Context: an optimization exercise on an open-source flow, tuned for small area, a short achievable clock period and few clock cycles per item. The choices shown serve that exercise and are no tape-out recipe. At most, simulation tests tie the RTL to the original design; equivalence was not proved. Power and IR drop assume default switching activity.

==> flow/design.v (excerpt) <==
module stripe_engine (
  input  wire        clk,
  input  wire        rst,
  input  wire        cmd_valid,
  output wire        cmd_ready,
  input  wire [1:0]  cmd_op,        
  input  wire [4:0]  cmd_dcount,    
  input  wire [21:0] cmd_miss,      
  input  wire        cmd_miss_p,    
  input  wire        cmd_miss_q,    
  input  wire        in_valid,
  output wire        in_ready,
  input  wire [63:0] in_data,
  output wire        res_valid,
  input  wire        res_ready,
  output reg  [2:0]  res_status,
  output reg  [4:0]  res_pos,
  output reg  [63:0] res_p,
  output reg  [63:0] res_q,
  output reg  [63:0] res_dx,
  output reg  [63:0] res_dy
);
For scale: ~3100 cells after synthesis, roughly 530 flip-flops, about 370 I/O pins, roughly 0.030 mm² of cells after synthesis.
==> flow/config.mk <==
export PLATFORM = sky130hd
export DESIGN_NAME = stripe_engine
export DESIGN_NICKNAME = stripe_engine
export VERILOG_FILES = /design/flow/design.v
export SDC_FILE = /design/flow/constraint.sdc
export NUM_CORES = 4
export LEC_CHECK = 0
export CAP_MARGIN = 20
export CORE_MARGIN = 2
export CORE_UTILIZATION = 65
export PLACE_DENSITY = 0.75
export SLEW_MARGIN = 20
==> flow/constraint.sdc <==
create_clock -name core_clock -period 15.0 [get_ports {clk}]
set_input_delay 3.0000 -clock core_clock [delete_from_list [all_inputs] [get_ports {clk}]]
set_output_delay 3.0000 -clock core_clock [all_outputs]
set_load 0.01 [all_outputs]
standard.sh (not shown) runs the stock make flow with config.mk's settings and CLKGATE_MAP_FILE= SYNTH_SCRIPT=/design/flow/synth_recipe.tcl, a recipe that flattens the netlist after the stock synthesis.
==> flow/flow/run.sh <==
#!/bin/bash
# Standard ORFS layout with a tighter repair target and small port buffers.
set -euo pipefail
bash standard.sh SETUP_SLACK_MARGIN=10.6 \
  "BUFFER_PORTS_ARGS=-buffer_cell sky130_fd_sc_hd__buf_1" finish > orfs_make.log 2>&1
Testbench counts at the start, summed over its fixed seeds: cycles 37,082, items 1,920.
Then changed:
--- a/flow/design.v
+++ b/flow/design.v
@@ -131,17 +131,16 @@
   reg [63:0] pacc, racc;        
   assign cmd_ready = cmd_ready_r;
   assign in_ready  = in_ready_r;
   wire cmd_take  = cmd_valid & cmd_ready_r;
   wire beat_d    = in_valid & rdy_d;
   wire beat_p    = in_valid & rdy_p;
   wire beat_q    = in_valid & rdy_q;
-  wire missing   = rec_r & miss_r[bcnt];
-  wire first     = (bcnt == 5'd0);
-  wire last_d    = (bcnt == n_r - 5'd1);
+  wire missing   = rec_r & miss_r[0];      
+  reg  last_d;                   
   wire [4:0] bnext = bcnt + 5'd1;
   reg [63:0] racc_x;
   integer l;
   always @(*) begin
     for (l = 0; l < 8; l = l + 1)
       racc_x[8*l +: 8] = gf_xinv(racc[8*l +: 8]);
   end
@@ -262,26 +261,29 @@
         rv   <= 1'b1;
       end
       if (rv && res_ready)
         rv <= 1'b0;
     end
   end
   always @(posedge clk) begin
-    if (cmd_take) begin
+    if (cmd_ready_r) begin
       rec_r  <= (cmd_op == 2'd1);
       chk_r  <= (cmd_op == 2'd2);
       n_r    <= cmd_dcount;
       miss_r <= cmd_miss;
       mp_r   <= cmd_miss_p;
       mq_r   <= cmd_miss_q;
       bcnt   <= 5'd0;
       nd     <= 2'd0;
+      last_d <= (cmd_dcount == 5'd1);
     end
     if (beat_d) begin
-      bcnt <= bnext;
+      bcnt   <= bnext;
+      miss_r <= {1'b0, miss_r[21:1]};
+      last_d <= (bnext == n_r - 5'd1);
       if (missing) begin
         if (nd == 2'd0) xr <= bcnt;
         if (nd == 2'd1) yr <= bcnt;
         if (nd != 2'd3) nd <= nd + 2'd1;
       end
     end
   end
@@ -356,18 +358,23 @@
         else if (!bad && xfound) begin
           res_status <= ST_DBAD;
           res_pos    <= xpos;
         end else                 res_status <= ST_LOST;
       end
     end
   end
+  wire [63:0] gd = in_data & {64{beat_d & ~missing}};
   always @(posedge clk) begin
-    pacc <= ((beat_d & first) ? 64'd0 : pacc) ^ ((beat_d & ~missing) ? in_data : 64'd0);
-    if (beat_d)
-      racc <= (first ? 64'd0 : racc_x) ^ (missing ? 64'd0 : in_data);
+    if (cmd_ready_r) begin
+      pacc <= 64'd0;
+      racc <= 64'd0;
+    end else begin
+      pacc <= pacc ^ gd;
+      racc <= racc ^ ({64{beat_d}} & (racc_x ^ racc)) ^ gd;
+    end
   end
   always @(posedge clk) begin
     s_u <= sp ^ mq ^ mr;
     s_x <= x1;
   end
   always @(posedge clk) begin
     if (rdy_p) begin
Result: The new run passed the timing, design-rule and antenna checks. Register-to-register slack loses 0.04 ns. Hold slack degrades by 0.0096 ns. Utilization went up by 0.34 points. Power decreases by about 9%. Clock skew goes down by 0.043 ns. Synthesized cell count went up by 2.6%. Routed wire length decreases by about 1.7%. Area after synthesis shrinks by 1.8%. Final area fell by about 1.7%.
Testbench counts after the change, summed over its fixed seeds: cycles 37,082, items 1,920.

stripe_engine, a different RTL version from the one above (not shown whole).
Size in the first run: ~530 flip-flops, roughly 29000 um2 of cells after synthesis.
==> flow/design.v (excerpt) <==
module stripe_engine (
  input  wire        clk,
  input  wire        rst,
  input  wire        cmd_valid,
  output wire        cmd_ready,
  input  wire [1:0]  cmd_op,        
  input  wire [4:0]  cmd_dcount,    
  input  wire [21:0] cmd_miss,      
  input  wire        cmd_miss_p,    
  input  wire        cmd_miss_q,    
  input  wire        in_valid,
  output wire        in_ready,
  input  wire [63:0] in_data,
  output wire        res_valid,
  input  wire        res_ready,
  output reg  [2:0]  res_status,
  output reg  [4:0]  res_pos,
  output reg  [63:0] res_p,
  output reg  [63:0] res_q,
  output reg  [63:0] res_dx,
  output reg  [63:0] res_dy
);
==> flow/config.mk <==
export PLATFORM = sky130hd
export DESIGN_NAME = stripe_engine
export DESIGN_NICKNAME = stripe_engine
export VERILOG_FILES = /design/flow/design.v
export SDC_FILE = /design/flow/constraint.sdc
export NUM_CORES = 4
export LEC_CHECK = 0
export CAP_MARGIN = 20
export CORE_MARGIN = 2
export CORE_UTILIZATION = 65
export CTS_CLUSTER_DIAMETER = 60
export CTS_CLUSTER_SIZE = 28
export PLACE_DENSITY = 0.75
export SLEW_MARGIN = 20
==> flow/constraint.sdc <==
create_clock -name core_clock -period 15.0 [get_ports {clk}]
set_input_delay 3.0000 -clock core_clock [delete_from_list [all_inputs] [get_ports {clk}]]
set_output_delay 3.0000 -clock core_clock [all_outputs]
set_load 0.01 [all_outputs]
Scripts as last shown in full above: flow/flow/run.sh
Next try:
--- a/flow/design.v
+++ b/flow/design.v
@@ -112,25 +112,24 @@
       (e == 5'd16) ? 8'h67 :
       (e == 5'd17) ? 8'hDC :
       (e == 5'd18) ? 8'h26 :
       (e == 5'd19) ? 8'h63 :
       (e == 5'd20) ? 8'hF2 :
       (e == 5'd21) ? 8'hE9 :
       8'h00;
   endfunction
   reg        busy_in;           
   reg        cmd_ready_r;
   reg        in_ready_r;
   reg        rdy_d, rdy_p, rdy_q;   
-  reg        gq;                
   reg        rec_r, chk_r;      
   reg [4:0]  n_r;               
   reg [21:0] miss_r;
   reg        mp_r, mq_r;
   reg [4:0]  bcnt;              
   reg [4:0]  xr, yr;            
   reg [1:0]  nd;                
   reg [63:0] pacc, racc;        
   assign cmd_ready = cmd_ready_r;
   assign in_ready  = in_ready_r;
   wire cmd_take  = cmd_valid & cmd_ready_r;
   wire beat_d    = in_valid & rdy_d;
@@ -215,39 +214,35 @@
   wire s_c4 = rec_r & ~s_lost & (nd == 2'd0);
   wire s_c5 = rec_r & ~s_lost & (nd == 2'd1) & ~mp_r;
   wire s_c6 = rec_r & ~s_lost & (nd == 2'd1) & mp_r;
   wire s_c7 = rec_r & ~s_lost & (nd == 2'd2);
   wire [4:0] e_r = (s_c6 | s_c7) ? (n_r - 5'd1 - xr) : (n_r - 5'd1);
   wire idle_next = ~pass & ~(rv & ~res_ready);
   always @(posedge clk) begin
     if (rst) begin
       busy_in     <= 1'b0;
       cmd_ready_r <= 1'b1;
       in_ready_r  <= 1'b0;
       rdy_d       <= 1'b0;
-      gq          <= 1'b0;
       rdy_p       <= 1'b0;
       rdy_q       <= 1'b0;
       pass        <= 1'b0;
       rv          <= 1'b0;
     end else begin
       if (cmd_take) begin
         busy_in     <= 1'b1;
         cmd_ready_r <= 1'b0;
         in_ready_r  <= 1'b1;
         rdy_d       <= 1'b1;
-        gq          <= ~((cmd_op == 2'd1) & cmd_miss[0]);
       end
-      if (beat_d)
-        gq <= ~last_d & ~(rec_r & miss_x[bnext]);
       if (beat_d & last_d) begin
         rdy_d      <= 1'b0;
         in_ready_r <= idle_next;
         rdy_p      <= idle_next;
       end
       if (busy_in & ~rdy_d & ~rdy_q & ~in_ready_r) begin
         in_ready_r <= idle_next;
         rdy_p      <= idle_next;
       end
       if (beat_p) begin
         rdy_p <= 1'b0;
         rdy_q <= 1'b1;
@@ -284,44 +279,41 @@
       missing <= (cmd_op == 2'd1) & cmd_miss[0];
       last_d  <= (cmd_dcount == 5'd1);
     end
     if (beat_d) begin
       bcnt    <= bnext;
       nd      <= nd_next;
       missing <= rec_r & miss_x[bnext];
       last_d  <= (bnext == n_r - 5'd1);
     end
     if (rdy_d && missing && nd == 2'd0) xr <= bcnt;
     if (rdy_d && missing && nd == 2'd1) yr <= bcnt;
   end
-  wire [7:0] g_pos_k = g_pos(rdy_p ? xr : e_r);
   always @(posedge clk) begin
-    if (rdy_p) begin
-      kq <= s_c5 ? g_pos_k : g_neg(xr);
-      kt <= g_tinv(yr - xr);
-    end
     if (rdy_q) begin
       ldone  <= 1'b0;
       cnt    <= 4'd0;
       m_gen  <= ~rec_r & ~chk_r;
       m_chk  <= chk_r;
       m_lost <= s_lost;
       m_c4   <= s_c4;
       m_c5   <= s_c5;
       m_c6   <= s_c6;
       m_c7   <= s_c7;
       m_mp   <= mp_r;
       m_mq   <= mq_r;
       n_pass <= n_r;
-      kr     <= g_pos_k;
+      kr     <= g_pos(e_r);
+      kq     <= s_c5 ? g_pos(xr) : g_neg(xr);
+      kt     <= g_tinv(yr - xr);
       found  <= 1'b0;
       bad    <= 1'b0;
       spnz   <= 1'b0;
       sqnz   <= 1'b0;
       sact   <= 1'b0;
       xfound <= 1'b0;
     end else if (pass) begin
       if (!ldone) begin
         cnt <= cnt + 4'd1;
         if (cnt == 4'd8) begin
           ldone <= 1'b1;
           if (!m_chk) begin
@@ -362,25 +354,25 @@
       if (ldone && !sact) begin
         res_pos <= 5'd0;
         if (!spnz && !sqnz)      res_status <= ST_OK;
         else if (!spnz)          res_status <= ST_QBAD;
         else if (!sqnz)          res_status <= ST_PBAD;
         else if (!bad && xfound) begin
           res_status <= ST_DBAD;
           res_pos    <= xpos;
         end else                 res_status <= ST_LOST;
       end
     end
   end
-  wire [63:0] gd = in_data & {64{in_valid & gq}};
+  wire [63:0] gd = in_data & {64{beat_d & ~missing}};
   always @(posedge clk) begin
     if (cmd_ready_r) begin
       pacc <= 64'd0;
       racc <= 64'd0;
     end else begin
       pacc <= pacc ^ gd;
       racc <= racc ^ ({64{beat_d}} & (racc_x ^ racc)) ^ gd;
     end
   end
   always @(posedge clk) begin
     s_u <= sp ^ mq ^ mr;
     s_x <= x1;
Power decreases by 28%. Wire length goes up by 2.7%. Clock skew fell by 10 ps. Register-to-register slack loses 50 ps. Cell area came out higher by 0.43%. Worst hold slack barely changes. Setup slack gains 8.9 ps. Global-route usage is higher by 0.79 points. Count of clock-buffer cells in the layout went down by 4. Maximum frequency is about the same. Combinational power drops by 60%.
No run of this note included a check of the RTL's function; only the layout flow was run.

[what the ideal ports hide]
The results above use ideal ports. As a check the final layouts listed here were re-extracted and re-timed, cells and wires unchanged. Step 1: set_driving_cell puts a clkbuf_16 on clk and a buf_2 on each other input, an assumption about the parent block. Step 2, shift: input delay + t, output delay - t, t = (earliest + latest rising clock arrival at the registers) / 2. This alone moves slack from input paths to output paths. Three values: no drivers, after step 1, after step 2; two values: the first two.
run	t, ns	slack for setup (ns)	worst setup path at the end	slew at the worst register clock pin (ns)	worst data-port slew with drivers (ns)
the first run of note 1	0.660	10.605 / 10.547 / 10.193	input to register	0.07 / 0.07	0.10
the second run of note 1	0.665	10.607 / 10.547 / 10.077	input to register	0.07 / 0.07	0.09
the first run of note 2	0.635	10.599 / 10.538 / 10.220	input to register	0.11 / 0.11	0.09
the second run of note 2	0.643	10.608 / 10.544 / 10.096	input to register	0.10 / 0.10	0.09
After both steps setup and hold are still met in every run listed. The setup slack of the second run of note 1, which loses most, moves by -0.060 ns with the drivers and by -0.530 ns with both steps.
